This is an optimization exercise on Yosys and OpenROAD, whose aim is small area and a short achievable clock period, not a production implementation.
Function was checked by simulation only, so behaviour that the tests miss may differ from the original.
Power is estimated from default activity; no workload was simulated.

==> flow/design.v <==
module squall_q0 #(
    parameter DEPTH = 32,
    parameter AW    = 5
) (
    input  wire        clk,
    input  wire        rst,           
    input  wire        ev_valid,
    input  wire [63:0] ev_time,
    input  wire [15:0] ev_code,
    input  wire [7:0]  ev_src,
    input  wire [7:0]  ev_count,
    input  wire [31:0] ev_arg,
    input  wire        fr_ready,
    output reg         fr_valid,
    output wire [63:0] fr_time,
    output wire [15:0] fr_code,
    output wire [7:0]  fr_src,
    output reg  [7:0]  fr_count,
    output wire [31:0] fr_arg,
    output reg  [AW:0] level,
    input  wire        lost_clr,
    output reg  [31:0] lost
);
    reg [63:0] e_time  [0:DEPTH-1];
    reg [15:0] e_code  [0:DEPTH-1];
    reg [7:0]  e_src   [0:DEPTH-1];
    reg [7:0]  e_count [0:DEPTH-1];
    reg [31:0] e_arg   [0:DEPTH-1];
    reg [63:0]      pw_time;
    reg [15:0]      pw_code;
    reg [7:0]       pw_src;
    reg [7:0]       pw_count;
    reg [31:0]      pw_arg;
    reg [DEPTH-1:0] pw_oh;
    reg [AW-1:0] head;
    reg [AW-1:0] tail;
    reg          full;
    reg          one;             
    wire pop       = fr_valid && fr_ready;
    wire space     = !full || fr_ready;
    wire do_lose   = ev_valid && full && !fr_ready;
    wire do_append = ev_valid && space;
    wire [7:0] in_count = (ev_count == 8'd0) ? 8'd1 : ev_count;
    wire [1:0] in_sev   = ev_code[11:10];
    reg [1:0]       sev [0:DEPTH-1];
    reg [DEPTH-1:0] has_sev3, has_sev2, has_sev1;
    reg [1:0]       low_sev;
    reg [DEPTH-1:0] slot_low;
    reg [DEPTH-1:0] at_head;         
    reg [DEPTH-1:0] below_tail;      
    reg [DEPTH-1:0] tail_oh;
    reg [DEPTH-1:0] head_oh;
    reg [DEPTH-1:0] next_oh;         
    reg [2*DEPTH-1:0] low_2x;
    reg [2*DEPTH-1:0] low_pre;       
    reg [2*DEPTH-1:0] repl_2x;
    reg [DEPTH-1:0] repl_oh;         
    integer i, s;
    always @* begin
        for (i = 0; i < DEPTH; i = i + 1) begin
            sev[i]        = pw_oh[i] ? pw_code[11:10] : e_code[i][11:10];
            has_sev3[i]   = (sev[i] == 2'd3);
            has_sev2[i]   = (sev[i] == 2'd2);
            has_sev1[i]   = (sev[i] == 2'd1);
            at_head[i]    = (i >= head);
            below_tail[i] = (i < tail);
            tail_oh[i]    = (i == tail);
            head_oh[i]    = (i == head);
        end
        next_oh = {head_oh[DEPTH-2:0], head_oh[DEPTH-1]};
        low_sev = (|has_sev3) ? 2'd3 : (|has_sev2) ? 2'd2 : (|has_sev1) ? 2'd1 : 2'd0;
        for (i = 0; i < DEPTH; i = i + 1)
            slot_low[i] = (sev[i] == low_sev);
        low_2x = {slot_low, slot_low & at_head};
        low_pre = low_2x << 1;
        for (s = 1; s < 2*DEPTH; s = s * 2)
            low_pre = low_pre | (low_pre << s);
        repl_2x = low_2x & ~low_pre;
        repl_oh = repl_2x[2*DEPTH-1:DEPTH] | repl_2x[DEPTH-1:0];
    end
    wire              pw_match = (pw_code == ev_code) && (pw_src == ev_src);
    reg [DEPTH-1:0]   match;
    reg [2*DEPTH-1:0] match_2x;
    reg [2*DEPTH-1:0] match_suf;     
    reg [2*DEPTH-1:0] merge_2x;
    reg [DEPTH-1:0]   merge_oh;      
    always @* begin
        for (i = 0; i < DEPTH; i = i + 1)
            match[i] = pw_oh[i] ? pw_match : (e_code[i] == ev_code) && (e_src[i] == ev_src);
        match_2x = {pm_match & below_tail, pm_match & ~below_tail};
        match_suf = match_2x >> 1;
        for (s = 1; s < 2*DEPTH; s = s * 2)
            match_suf = match_suf | (match_suf >> s);
        merge_2x = match_2x & ~match_suf;
        merge_oh = merge_2x[2*DEPTH-1:DEPTH] | merge_2x[DEPTH-1:0];
    end
    reg [DEPTH-1:0] pm_match;        
    reg             pm_valid;
    wire merge_hit = |match;
    wire repl_ok   = do_lose && !merge_hit && (low_sev >= in_sev);
    wire do_merge  = do_lose && merge_hit;
    genvar g;
    generate
        for (g = 0; g < DEPTH; g = g + 1) begin : slot
            wire       inc  = pm_valid && merge_oh[g];
            always @(posedge clk) begin
                if (pw_oh[g]) begin
                    e_time[g] <= pw_time;
                    e_code[g] <= pw_code;
                    e_src[g]  <= pw_src;
                    e_arg[g]  <= pw_arg;
                end
                if (inc && e_count[g] != 8'hFF)
                    e_count[g] <= e_count[g] + 8'd1;
                else if (pw_oh[g])
                    e_count[g] <= pw_count;
            end
        end
    endgenerate
    always @(posedge clk) begin
        pw_time  <= ev_time;
        pw_code  <= ev_code;
        pw_src   <= ev_src;
        pw_count <= in_count;
        pw_arg   <= ev_arg;
        pm_match <= match;
        if (rst) begin
            pw_oh    <= {DEPTH{1'b0}};
            pm_valid <= 1'b0;
        end else begin
            pw_oh    <= ({DEPTH{do_append}} & tail_oh) | ({DEPTH{repl_ok}} & repl_oh);
            pm_valid <= do_merge;
        end
    end
    reg [63:0] nx_time;
    reg [15:0] nx_code;
    reg [7:0]  nx_src;
    reg [7:0]  nx_count;
    reg [31:0] nx_arg;
    always @* begin
        if (|(pw_oh & next_oh)) begin
            nx_time = pw_time; nx_code = pw_code; nx_src = pw_src; nx_count = pw_count; nx_arg = pw_arg;
        end else begin
            nx_time = 64'd0; nx_code = 16'd0; nx_src = 8'd0; nx_count = 8'd0; nx_arg = 32'd0;
            for (i = 0; i < DEPTH; i = i + 1) begin
                nx_time  = nx_time  | (e_time[i]  & {64{next_oh[i]}});
                nx_code  = nx_code  | (e_code[i]  & {16{next_oh[i]}});
                nx_src   = nx_src   | (e_src[i]   & {8{next_oh[i]}});
                nx_count = nx_count | (e_count[i] & {8{next_oh[i]}});
                nx_arg   = nx_arg   | (e_arg[i]   & {32{next_oh[i]}});
            end
            if (pm_valid && |(merge_oh & next_oh) && nx_count != 8'hFF)
                nx_count = nx_count + 8'd1;
        end
    end
    wire hd_from_ev  = (do_append && (!fr_valid || (one && fr_ready))) ||
                       (repl_ok && |(repl_oh & head_oh));
    wire hd_from_nx  = pop && !one;
    wire hd_inc      = do_lose && |(match & head_oh) && !(|(match & ~head_oh));
    reg [63:0] hd_time;
    reg [15:0] hd_code;
    reg [7:0]  hd_src;
    reg [31:0] hd_arg;
    reg        sel;
    assign fr_time = sel ? pw_time : hd_time;
    assign fr_code = sel ? pw_code : hd_code;
    assign fr_src  = sel ? pw_src  : hd_src;
    assign fr_arg  = sel ? pw_arg  : hd_arg;
    always @(posedge clk) begin
        sel <= hd_from_ev;
        if (hd_from_nx) begin
            hd_time <= nx_time;
            hd_code <= nx_code;
            hd_src  <= nx_src;
            hd_arg  <= nx_arg;
        end else if (sel) begin
            hd_time <= pw_time;
            hd_code <= pw_code;
            hd_src  <= pw_src;
            hd_arg  <= pw_arg;
        end
        if (hd_from_ev)
            fr_count <= in_count;
        else if (hd_from_nx)
            fr_count <= nx_count;
        else if (hd_inc && fr_count != 8'hFF)
            fr_count <= fr_count + 8'd1;
    end
    wire [AW:0] level_n = level + {{AW{1'b0}}, do_append} - {{AW{1'b0}}, pop};
    always @(posedge clk) begin
        if (rst) begin
            head     <= {AW{1'b0}};
            tail     <= {AW{1'b0}};
            full     <= 1'b0;
            one      <= 1'b0;
            fr_valid <= 1'b0;
            level    <= {(AW+1){1'b0}};
            lost     <= 32'd0;
        end else begin
            if (pop)
                head <= head + 1'b1;
            if (do_append)
                tail <= tail + 1'b1;
            level    <= level_n;
            full     <= level_n[AW];
            one      <= (level_n == 1);
            fr_valid <= (level_n != 0);
            if (lost_clr)
                lost <= {31'd0, do_lose};
            else if (do_lose && lost != 32'hFFFF_FFFF)
                lost <= lost + 32'd1;
        end
    end
endmodule
clock: 36.0 ns
lec_check: 0
abc_clock_period_in_ps: 2000
cap_margin: 20
core_margin: 2
core_utilization: 40
cts_cluster_diameter: 80
cts_cluster_size: 25
slew_margin: 20
standard.sh (not shown) runs the stock make flow with config.mk's settings and CLKGATE_MAP_FILE= SYNTH_SCRIPT=/design/flow/synth_recipe.tcl, a recipe that flattens the netlist after the stock synthesis.
==> flow/flow/run.sh <==
#!/bin/bash
# The standard layout, with timing repair after CTS and global routing
# aiming at a setup slack well above zero at the design's clock period.
set -euo pipefail
bash standard.sh SETUP_SLACK_MARGIN=27 finish > standard.log 2>&1
Edit:
--- a/flow/design.v
+++ b/flow/design.v
@@ -162,12 +162,14 @@
     reg [7:0]  hd_src;
     reg [31:0] hd_arg;
     reg        sel;
-    assign fr_time = sel ? pw_time : hd_time;
-    assign fr_code = sel ? pw_code : hd_code;
-    assign fr_src  = sel ? pw_src  : hd_src;
-    assign fr_arg  = sel ? pw_arg  : hd_arg;
+    reg        hd_sel;           
+    assign fr_time = sel    ? pw_time : hd_time;
+    assign fr_code = hd_sel ? hd_code : pw_code;
+    assign fr_src  = hd_sel ? hd_src  : pw_src;
+    assign fr_arg  = hd_sel ? hd_arg  : pw_arg;
     always @(posedge clk) begin
-        sel <= hd_from_ev;
+        sel    <= hd_from_ev;
+        hd_sel <= !hd_from_ev;
         if (hd_from_nx) begin
             hd_time <= nx_time;
             hd_code <= nx_code;
Result: The changed run finished but failed the layout checks on slew limit; combinational power falls by 18%; non-clock buffer count came out lower by 48; total power fell by 2.2%; first-iteration DRC count is lower by 0.37%; synthesized cell count hardly moves; worst setup slack got worse by 0.16 ns; hold slack gets better by 0.028 ns; critical path depth goes up by 11; area after synthesis is higher by 0.33%; die area is higher by 0.32%.

-- separate check: timing with driven ports --
In the flow no input, the clock included, has a driving cell. The finished layouts below were timed again as built, in two steps.
Step 1: set_driving_cell puts a clkbuf_16 on clk and a buf_2 on each other input, an assumption about the parent block.
Step 2, shift: input delay + t, output delay - t, t = (earliest + latest rising clock arrival at the registers) / 2. This alone moves slack from input paths to output paths.
a / b / c = no drivers / after step 1 / after step 2; a / b = the first two.
| run | t (ns) | setup slack, ns | pins driven straight from the clock port |
|---|---|---|---|
| the first run | 1.094 | 26.156 / 26.032 / 25.186 | 1 |
| the second run | 1.109 | 25.997 / 26.019 / 24.942 | 1 |
The setup slack of the second run, which loses most, moves by +0.022 ns with the drivers and by -1.055 ns with both steps.
